What follows belongs to an exercise in optimizing a design on an open flow for small area; a production flow would make more cautious choices. RTL that was checked went through simulation tests only; none was proved equivalent to the original. No activity file was given, so power comes from the tool's default toggle rates.

== old ==
## mfe_corr
module mfe_corr (
    input  wire        clk,
    input  wire        rst,         
    input  wire        cfg_we,
    input  wire [4:0]  cfg_addr,    
    input  wire [31:0] cfg_wdata,
    input  wire        in_valid,
    output wire        in_ready,
    input  wire [23:0] in_x,        
    input  wire [2:0]  in_g,        
    input  wire [2:0]  in_band,     
    input  wire [4:0]  in_flags,
    output wire        out_valid,
    input  wire        out_ready,
    output wire [23:0] out_y,
    output wire [2:0]  out_g,
    output wire [4:0]  out_flags,
    output wire        out_last,    
    output wire [31:0] out_crc      
);
==> module mfe_corr, before the edit <==
module mfe_corr (
    input  wire        clk,
    input  wire        rst,         
    input  wire        cfg_we,
    input  wire [4:0]  cfg_addr,    
    input  wire [31:0] cfg_wdata,
    input  wire        in_valid,
    output wire        in_ready,
    input  wire [23:0] in_x,        
    input  wire [2:0]  in_g,        
    input  wire [2:0]  in_band,     
    input  wire [4:0]  in_flags,
    output wire        out_valid,
    input  wire        out_ready,
    output wire [23:0] out_y,
    output wire [2:0]  out_g,
    output wire [4:0]  out_flags,
    output wire        out_last,    
    output wire [31:0] out_crc      
);
    reg signed [31:0] gain_tab [0:4];
    reg signed [23:0] ofs_tab  [0:4];
    reg signed [31:0] tbg_tab  [0:7];
    integer i;
    always @(posedge clk) begin
        if (cfg_we) begin
            for (i = 0; i < 5; i = i + 1) begin
                if (cfg_addr == i)
                    gain_tab[i] <= cfg_wdata;
                if (cfg_addr == i + 5)
                    ofs_tab[i] <= cfg_wdata[23:0];
            end
            for (i = 0; i < 8; i = i + 1) begin
                if (cfg_addr == i + 15)
                    tbg_tab[i] <= cfg_wdata;
            end
        end
    end
    localparam IDLE = 2'd0, S1 = 2'd1, WP = 2'd2, S2 = 2'd3;
    reg [1:0] st;
    reg [4:0] cnt;
    reg       full;          
    reg [5:0] ccnt;          
    reg [4:0] blk_cnt;
    reg       ldo;           
    wire crc_idle = ccnt[5];
    wire last     = (blk_cnt == 5'd31);
    assign out_valid = full & crc_idle;
    wire deliver  = out_valid & out_ready;
    wire free2    = crc_idle & ~ldo & (~full | out_ready);
    wire run1     = (st == S1);
    wire run2     = (st == S2);
    wire s1_last  = (cnt == 5'd25);
    wire s2_last  = (cnt == 5'd27);
    wire acc_n    = run2 & s2_last;
    wire ld2      = (st == WP) & free2;
    assign in_ready = acc_n;
    always @(posedge clk) begin
        if (rst) begin
            st <= IDLE;
            cnt <= 5'd0;
        end else begin
            case (st)
                IDLE: if (in_valid) begin st <= S1; cnt <= 5'd1; end
                S1:   if (s1_last) begin st <= WP; cnt <= 5'd0; end
                      else cnt <= cnt + 5'd1;
                WP:   if (free2) begin st <= S2; cnt <= 5'd1; end
                S2:   if (s2_last) begin st <= IDLE; cnt <= 5'd0; end
                      else cnt <= cnt + 5'd1;
            endcase
        end
    end
    wire [2:0]  gsel = in_g[2] ? 3'd4 : in_g;
    wire [23:0] ow   = ofs_tab[gsel];
    wire [4:0]  xi   = (cnt > 5'd23) ? 5'd23 : cnt;
    wire        xb   = in_x[xi];
    wire        ob   = ~ow[xi];
    reg         dcy;                        
    wire        dci  = (st == IDLE) | dcy;
    wire        db   = xb ^ ob ^ dci;
    wire        dgo  = ((st == IDLE) & in_valid) | run1;
    always @(posedge clk)
        if (dgo) dcy <= (xb & ob) | (xb & dci) | (ob & dci);
    reg  [32:0] r1;
    reg  [31:0] z;
    reg         mbr;                        
    reg  [31:0] rw;
    integer     w;
    always @* begin
        rw = 32'd0;
        for (w = 0; w < 5; w = w + 1)
            rw = rw | (gain_tab[w] & {32{mbr & ~run2 & (gsel == w)}});
        for (w = 0; w < 8; w = w + 1)
            rw = rw | (tbg_tab[w] & {32{mbr & run2 & (in_band == w)}});
    end
    wire [32:0] m   = {rw[31] & ~rw[30], rw[31] ^ rw[30], mbr & ~rw[30], rw[29:0]};
    wire        neg = run2 ? s2_last : s1_last;
    wire        first = (cnt == 5'd1);
    wire [33:0] a_op = first ? 34'h0_2000_0000 : {r1[32], r1};
    wire [33:0] b_op = {m[32], m} ^ {34{neg & mbr}};
    wire [33:0] sum  = a_op + b_op + {33'd0, neg & mbr};
    always @(posedge clk) begin
        if (dgo) mbr <= db;
        else if (ld2) mbr <= r1[5];
        else if (run2) mbr <= z[1];
    end
    wire        ovf = ~((&r1[32:26]) | ~(|r1[32:26]));
    wire [23:0] ysat = ovf ? {r1[32], {23{~r1[32]}}} : r1[26:3];
    always @(posedge clk) begin
        if (run1 | run2) r1 <= sum[33:1];
        if (acc_n) z[31:24] <= {in_flags, in_g};
        else if (ld2) z[26:0] <= r1[31:5];
        else if (run2 | ~crc_idle) z <= {z[0], z[31:1]};
        if (ldo) z[23:0] <= ysat;
    end
    reg  [31:0] crc;
    wire        fb = crc[0] ^ z[0];               
    wire [31:0] crc_step = {fb, crc[31:1]} ^ ({32{~fb}} & {1'b0, 31'h02F63B78});
    always @(posedge clk) begin
        if (rst) begin
            ccnt <= 6'd32;
            crc <= 32'd0;
            full <= 1'b0;
            ldo <= 1'b0;
            blk_cnt <= 5'd0;
        end else begin
            ldo <= acc_n;
            if (ldo) ccnt <= 6'd0;
            else if (!crc_idle) ccnt <= ccnt + 6'd1;
            if (!crc_idle) crc <= crc_step;
            else if (deliver & last) crc <= 32'd0;
            if (ldo) full <= 1'b1;
            else if (deliver) full <= 1'b0;
            if (deliver) blk_cnt <= blk_cnt + 5'd1;
        end
    end
    assign out_y     = z[23:0];
    assign out_g     = z[26:24];
    assign out_flags = z[31:27];
    assign out_last  = last;
    assign out_crc   = crc;
endmodule
clock: 10.0 ns
lec_check: 0
cap_margin: 20
core_margin: 2
core_utilization: 60
place_density: 0.7
slew_margin: 20
standard.sh (not shown) runs the stock make flow with config.mk's settings and CLKGATE_MAP_FILE= SYNTH_SCRIPT=/design/flow/synth_recipe.tcl, a recipe that flattens the netlist after the stock synthesis.
==> flow/flow/run.sh <==
#!/bin/bash
# ORFS layout with: synthesis by the standard script but with an
# area-oriented ABC mapping script, the smallest buffer cell for port
# buffers, and clock tree synthesis without dummy loads.
set -euo pipefail
cp -r "$FLOW_HOME/scripts" scripts_mod
cp flow/abc_map.script scripts_mod/abc_speed.script
bash standard.sh SCRIPTS_DIR="$PWD/scripts_mod" synth > synth.log 2>&1
export BUFFER_PORTS_ARGS="-buffer_cell sky130_fd_sc_hd__buf_1"
export CTS_ARGS="-sink_clustering_enable -repair_clock_nets -dont_use_dummy_load -buf_list sky130_fd_sc_hd__clkbuf_4 -sink_clustering_size 10 -sink_clustering_max_diameter 30"
bash standard.sh > standard.log 2>&1
==> flow/flow/abc_map.script <==
strash
&get -n
&fraig -x
&put
scorr
dc2
dretime
strash
&get -n
&dch -f
&nf
&put
The inputs of new differ from those of old as listed below.
diff --git a/flow/design.v b/flow/design.v
--- a/flow/design.v
+++ b/flow/design.v
@@ -45,7 +45,7 @@
     reg       ldo;           
     wire crc_idle = ccnt[5];
     wire last     = (blk_cnt == 5'd31);
-    assign out_valid = full & crc_idle;
+    assign out_valid = full & (~last | crc_idle);
     wire deliver  = out_valid & out_ready;
     wire free2    = crc_idle & ~ldo & (~full | out_ready);
     wire run1     = (st == S1);
@@ -82,39 +82,38 @@
     always @(posedge clk)
         if (dgo) dcy <= (xb & ob) | (xb & dci) | (ob & dci);
     reg  [32:0] r1;
-    reg  [31:0] z;
+    reg  [26:0] r2;
     reg         mbr;                        
-    reg  [31:0] rw;
-    integer     w;
-    always @* begin
-        rw = 32'd0;
-        for (w = 0; w < 5; w = w + 1)
-            rw = rw | (gain_tab[w] & {32{mbr & ~run2 & (gsel == w)}});
-        for (w = 0; w < 8; w = w + 1)
-            rw = rw | (tbg_tab[w] & {32{mbr & run2 & (in_band == w)}});
-    end
-    wire [32:0] m   = {rw[31] & ~rw[30], rw[31] ^ rw[30], mbr & ~rw[30], rw[29:0]};
+    wire [31:0] rw  = run2 ? tbg_tab[in_band] : gain_tab[gsel];
+    wire [32:0] m   = {rw[31] & ~rw[30], rw[31] ^ rw[30], ~rw[30], rw[29:0]};
     wire        neg = run2 ? s2_last : s1_last;
     wire        first = (cnt == 5'd1);
     wire [33:0] a_op = first ? 34'h0_2000_0000 : {r1[32], r1};
-    wire [33:0] b_op = {m[32], m} ^ {34{neg & mbr}};
+    wire [33:0] b_op = mbr ? (neg ? ~{m[32], m} : {m[32], m}) : 34'd0;
     wire [33:0] sum  = a_op + b_op + {33'd0, neg & mbr};
     always @(posedge clk) begin
         if (dgo) mbr <= db;
         else if (ld2) mbr <= r1[5];
-        else if (run2) mbr <= z[1];
+        else if (run2) mbr <= r2[cnt];
     end
     wire        ovf = ~((&r1[32:26]) | ~(|r1[32:26]));
     wire [23:0] ysat = ovf ? {r1[32], {23{~r1[32]}}} : r1[26:3];
     always @(posedge clk) begin
         if (run1 | run2) r1 <= sum[33:1];
-        if (acc_n) z[31:24] <= {in_flags, in_g};
-        else if (ld2) z[26:0] <= r1[31:5];
-        else if (run2 | ~crc_idle) z <= {z[0], z[31:1]};
-        if (ldo) z[23:0] <= ysat;
+        if (ldo) r2[23:0] <= ysat;
+        else if (ld2) r2 <= r1[31:5];
+    end
+    reg [2:0] og;
+    reg [4:0] of;
+    always @(posedge clk) begin
+        if (acc_n) begin
+            og <= in_g;
+            of <= in_flags;
+        end
     end
     reg  [31:0] crc;
-    wire        fb = crc[0] ^ z[0];               
+    wire [31:0] word = {of, og, r2[23:0]};
+    wire        fb = crc[0] ^ word[ccnt[4:0]];    
     wire [31:0] crc_step = {fb, crc[31:1]} ^ ({32{~fb}} & {1'b0, 31'h02F63B78});
     always @(posedge clk) begin
         if (rst) begin
@@ -134,9 +133,9 @@
             if (deliver) blk_cnt <= blk_cnt + 5'd1;
         end
     end
-    assign out_y     = z[23:0];
-    assign out_g     = z[26:24];
-    assign out_flags = z[31:27];
+    assign out_y     = r2[23:0];
+    assign out_g     = og;
+    assign out_flags = of;
     assign out_last  = last;
     assign out_crc   = crc;
 endmodule
Findings:
- Delta (new minus old): die extent in y rose 1.8%, global-route wire length before repair rose 9.3%.
- Compared with old, new ends up with more cell area.
- Of new and old, the lower global-route usage belongs to old.
- On worst setup slack before clock tree synthesis: between new and old, it ends up lower for old.
- Diff old -> new: clock network fraction of total power moved up; utilization of the core after routing now sits lower; vias after detailed routing grew by 1308.
For new, only the layout was checked, not whether the RTL still works.

---

The RTL this note starts from:
==> flow/design.v <==
module mfe_corr (
    input  wire        clk,
    input  wire        rst,         
    input  wire        cfg_we,
    input  wire [4:0]  cfg_addr,    
    input  wire [31:0] cfg_wdata,
    input  wire        in_valid,
    output wire        in_ready,
    input  wire [23:0] in_x,        
    input  wire [2:0]  in_g,        
    input  wire [2:0]  in_band,     
    input  wire [4:0]  in_flags,
    output wire        out_valid,
    input  wire        out_ready,
    output wire [23:0] out_y,
    output wire [2:0]  out_g,
    output wire [4:0]  out_flags,
    output wire        out_last,    
    output wire [31:0] out_crc      
);
    reg signed [31:0] gain_tab [0:4];
    reg signed [23:0] ofs_tab  [0:4];
    reg signed [31:0] tbg_tab  [0:7];
    integer i;
    always @(posedge clk) begin
        if (cfg_we) begin
            for (i = 0; i < 5; i = i + 1) begin
                if (cfg_addr == i)
                    gain_tab[i] <= cfg_wdata;
                if (cfg_addr == i + 5)
                    ofs_tab[i] <= cfg_wdata[23:0];
            end
            for (i = 0; i < 8; i = i + 1) begin
                if (cfg_addr == i + 15)
                    tbg_tab[i] <= cfg_wdata;
            end
        end
    end
    localparam IDLE = 2'd0, S1 = 2'd1, WP = 2'd2, S2 = 2'd3;
    reg [1:0] st;
    reg [4:0] cnt;
    reg       full;          
    reg [5:0] ccnt;          
    reg [4:0] blk_cnt;
    reg       ldo;           
    wire crc_idle = ccnt[5];
    wire last     = (blk_cnt == 5'd31);
    assign out_valid = full & crc_idle;
    wire deliver  = out_valid & out_ready;
    wire free2    = crc_idle & ~ldo & (~full | out_ready);
    wire run1     = (st == S1);
    wire run2     = (st == S2);
    wire s1_last  = (cnt == 5'd25);
    wire s2_last  = (cnt == 5'd27);
    wire acc_n    = run2 & s2_last;
    wire ld2      = (st == WP) & free2;
    assign in_ready = acc_n;
    always @(posedge clk) begin
        if (rst) begin
            st <= IDLE;
            cnt <= 5'd0;
        end else begin
            case (st)
                IDLE: if (in_valid) begin st <= S1; cnt <= 5'd1; end
                S1:   if (s1_last) begin st <= WP; cnt <= 5'd0; end
                      else cnt <= cnt + 5'd1;
                WP:   if (free2) begin st <= S2; cnt <= 5'd1; end
                S2:   if (s2_last) begin st <= IDLE; cnt <= 5'd0; end
                      else cnt <= cnt + 5'd1;
            endcase
        end
    end
    wire [2:0]  gsel = in_g[2] ? 3'd4 : in_g;
    wire [23:0] ow   = ofs_tab[gsel];
    wire [4:0]  xi   = (cnt > 5'd23) ? 5'd23 : cnt;
    wire        xb   = in_x[xi];
    wire        ob   = ~ow[xi];
    reg         dcy;                        
    wire        dci  = (st == IDLE) | dcy;
    wire        db   = xb ^ ob ^ dci;
    wire        dgo  = ((st == IDLE) & in_valid) | run1;
    always @(posedge clk)
        if (dgo) dcy <= (xb & ob) | (xb & dci) | (ob & dci);
    reg  [32:0] r1;
    reg  [31:0] z;
    reg         mbr;                        
    reg  [31:0] rw;
    integer     w;
    always @* begin
        rw = 32'd0;
        for (w = 0; w < 5; w = w + 1)
            rw = rw | (gain_tab[w] & {32{mbr & ~run2 & (gsel == w)}});
        for (w = 0; w < 8; w = w + 1)
            rw = rw | (tbg_tab[w] & {32{mbr & run2 & (in_band == w)}});
    end
    wire [32:0] m   = {rw[31] & ~rw[30], rw[31] ^ rw[30], mbr & ~rw[30], rw[29:0]};
    wire        neg = run2 ? s2_last : s1_last;
    wire        first = (cnt == 5'd1);
    wire [33:0] a_op = first ? 34'h0_2000_0000 : {r1[32], r1};
    wire [33:0] b_op = {m[32], m} ^ {34{neg & mbr}};
    wire [33:0] gg0 = a_op & b_op;
    wire [33:0] pp0 = a_op ^ b_op;
    wire        cin = neg & mbr;
    wire [33:0] g_in = {gg0[33:1], gg0[0] | (pp0[0] & cin)};
    wire [33:0] p_in = pp0;
    reg  [33:0] G, P;
    integer lv, ii;
    always @* begin
        G = g_in; P = p_in;
        for (lv = 1; lv < 64; lv = lv * 2)
            for (ii = 2*lv-1; ii < 34; ii = ii + 2*lv) begin
                G[ii] = G[ii] | (P[ii] & G[ii-lv]);
                P[ii] = P[ii] & P[ii-lv];
            end
        for (lv = 32; lv >= 1; lv = lv / 2)
            for (ii = 3*lv-1; ii < 34; ii = ii + 2*lv) begin
                G[ii] = G[ii] | (P[ii] & G[ii-lv]);
                P[ii] = P[ii] & P[ii-lv];
            end
    end
    wire [33:0] cy  = {G[32:0], cin};
    wire [33:0] sum = pp0 ^ cy;
    always @(posedge clk) begin
        if (dgo) mbr <= db;
        else if (ld2) mbr <= r1[5];
        else if (run2) mbr <= z[1];
    end
    wire        ovf = ~((&r1[32:26]) | ~(|r1[32:26]));
    wire [23:0] ysat = ovf ? {r1[32], {23{~r1[32]}}} : r1[26:3];
    always @(posedge clk) begin
        if (run1 | run2) r1 <= sum[33:1];
        if (acc_n) z[31:24] <= {in_flags, in_g};
        else if (ld2) z[26:0] <= r1[31:5];
        else if (run2 | ~crc_idle) z <= {z[0], z[31:1]};
        if (ldo) z[23:0] <= ysat;
    end
    reg  [31:0] crc;
    wire        fb = crc[0] ^ z[0];               
    wire [31:0] crc_step = {fb, crc[31:1]} ^ ({32{~fb}} & {1'b0, 31'h02F63B78});
    always @(posedge clk) begin
        if (rst) begin
            ccnt <= 6'd32;
            crc <= 32'd0;
            full <= 1'b0;
            ldo <= 1'b0;
            blk_cnt <= 5'd0;
        end else begin
            ldo <= acc_n;
            if (ldo) ccnt <= 6'd0;
            else if (!crc_idle) ccnt <= ccnt + 6'd1;
            if (!crc_idle) crc <= crc_step;
            else if (deliver & last) crc <= 32'd0;
            if (ldo) full <= 1'b1;
            else if (deliver) full <= 1'b0;
            if (deliver) blk_cnt <= blk_cnt + 5'd1;
        end
    end
    assign out_y     = z[23:0];
    assign out_g     = z[26:24];
    assign out_flags = z[31:27];
    assign out_last  = last;
    assign out_crc   = crc;
endmodule
==> flow/config.mk <==
export PLATFORM = sky130hd
export DESIGN_NAME = mfe_corr
export DESIGN_NICKNAME = mfe_corr
export VERILOG_FILES = /design/flow/design.v
export SDC_FILE = /design/flow/constraint.sdc
export NUM_CORES = 4
export LEC_CHECK = 0
export CAP_MARGIN = 5
export CORE_MARGIN = 2
export CORE_UTILIZATION = 60
export PLACE_DENSITY = 0.7
export SLEW_MARGIN = 5
==> flow/constraint.sdc <==
create_clock -name core_clock -period 10.0 [get_ports {clk}]
set_input_delay 2.0000 -clock core_clock [delete_from_list [all_inputs] [get_ports {clk}]]
set_output_delay 2.0000 -clock core_clock [all_outputs]
set_load 0.01 [all_outputs]
==> flow/flow/run.sh <==
#!/bin/bash
# ORFS layout with: synthesis by the standard script but with an
# area-oriented ABC mapping script, the smallest buffer cell for port
# buffers, and clock tree synthesis without dummy loads.
set -euo pipefail
cp -r "$FLOW_HOME/scripts" scripts_mod
cp flow/abc_map.script scripts_mod/abc_speed.script
bash standard.sh SCRIPTS_DIR="$PWD/scripts_mod" synth > synth.log 2>&1
export BUFFER_PORTS_ARGS="-buffer_cell sky130_fd_sc_hd__buf_1"
export CTS_ARGS="-sink_clustering_enable -repair_clock_nets -dont_use_dummy_load -buf_list sky130_fd_sc_hd__clkbuf_8 -sink_clustering_size 20 -sink_clustering_max_diameter 50"
bash standard.sh > standard.log 2>&1
Scripts as last shown in full above: flow/flow/abc_map.script
Edit:
--- a/flow/design.v
+++ b/flow/design.v
@@ -97,30 +97,9 @@
     wire        neg = run2 ? s2_last : s1_last;
     wire        first = (cnt == 5'd1);
     wire [33:0] a_op = first ? 34'h0_2000_0000 : {r1[32], r1};
     wire [33:0] b_op = {m[32], m} ^ {34{neg & mbr}};
-    wire [33:0] gg0 = a_op & b_op;
-    wire [33:0] pp0 = a_op ^ b_op;
-    wire        cin = neg & mbr;
-    wire [33:0] g_in = {gg0[33:1], gg0[0] | (pp0[0] & cin)};
-    wire [33:0] p_in = pp0;
-    reg  [33:0] G, P;
-    integer lv, ii;
-    always @* begin
-        G = g_in; P = p_in;
-        for (lv = 1; lv < 64; lv = lv * 2)
-            for (ii = 2*lv-1; ii < 34; ii = ii + 2*lv) begin
-                G[ii] = G[ii] | (P[ii] & G[ii-lv]);
-                P[ii] = P[ii] & P[ii-lv];
-            end
-        for (lv = 32; lv >= 1; lv = lv / 2)
-            for (ii = 3*lv-1; ii < 34; ii = ii + 2*lv) begin
-                G[ii] = G[ii] | (P[ii] & G[ii-lv]);
-                P[ii] = P[ii] & P[ii-lv];
-            end
-    end
-    wire [33:0] cy  = {G[32:0], cin};
-    wire [33:0] sum = pp0 ^ cy;
+    wire [33:0] sum  = a_op + b_op + {33'd0, neg & mbr};
     always @(posedge clk) begin
         if (dgo) mbr <= db;
         else if (ld2) mbr <= r1[5];
         else if (run2) mbr <= z[1];
Combinational power goes up by about 10%.
Sequential power stays flat.
Wire length came out higher by 2.3%.
Final cell count goes up by 1.4%.
Synthesized area went up by 0.30%.
Die area stays flat.
Clock power is about the same.
Hold slack is worse by 12 ps.
Core utilization barely changes.
Cell area went up by 0.31%.
Worst setup slack degrades by 320 ps.
Total power came out higher by 2.8%.

==> afterwards: timing with drivers on the ports <==
The flow's constraints put no driver on any port. The routed layouts listed below were extracted and timed again, unchanged, in two steps. Step 1 sets driving cells, clkbuf_16 on the clock port and buf_2 on the other inputs (assumed; they add their load-dependent delay and slew). Step 2 moves the port delays by t, midway between the first and last clock arrival at a register: inputs arrive t later, outputs are due t later. That takes back most of the time a late clock gives input paths. a / b / c = ideal ports / drivers / drivers and shift; a / b = the first two.
run	t (ns)	slack for setup (ns)	hold slack, ns	clock arrival spread, ns	pins driven straight from the clock port
old	0.893	1.933 / 1.922 / 1.029	0.468 / 0.468 / 0.468	0.138 / 0.138	1
new	0.873	1.800 / 1.826 / 0.953	0.484 / 0.484 / 0.484	0.113 / 0.113	1
the first run of note 2	0.688	2.003 / 2.034 / 1.346	0.476 / 0.476 / 0.476	0.090 / 0.090	1
the second run of note 2	0.701	1.685 / 1.703 / 1.002	0.465 / 0.465 / 0.465	0.111 / 0.112	1
After both steps setup and hold are still met in every run listed. For old, which loses most, drivers alone change the setup slack by -0.011 ns; drivers and shift together by -0.904 ns.
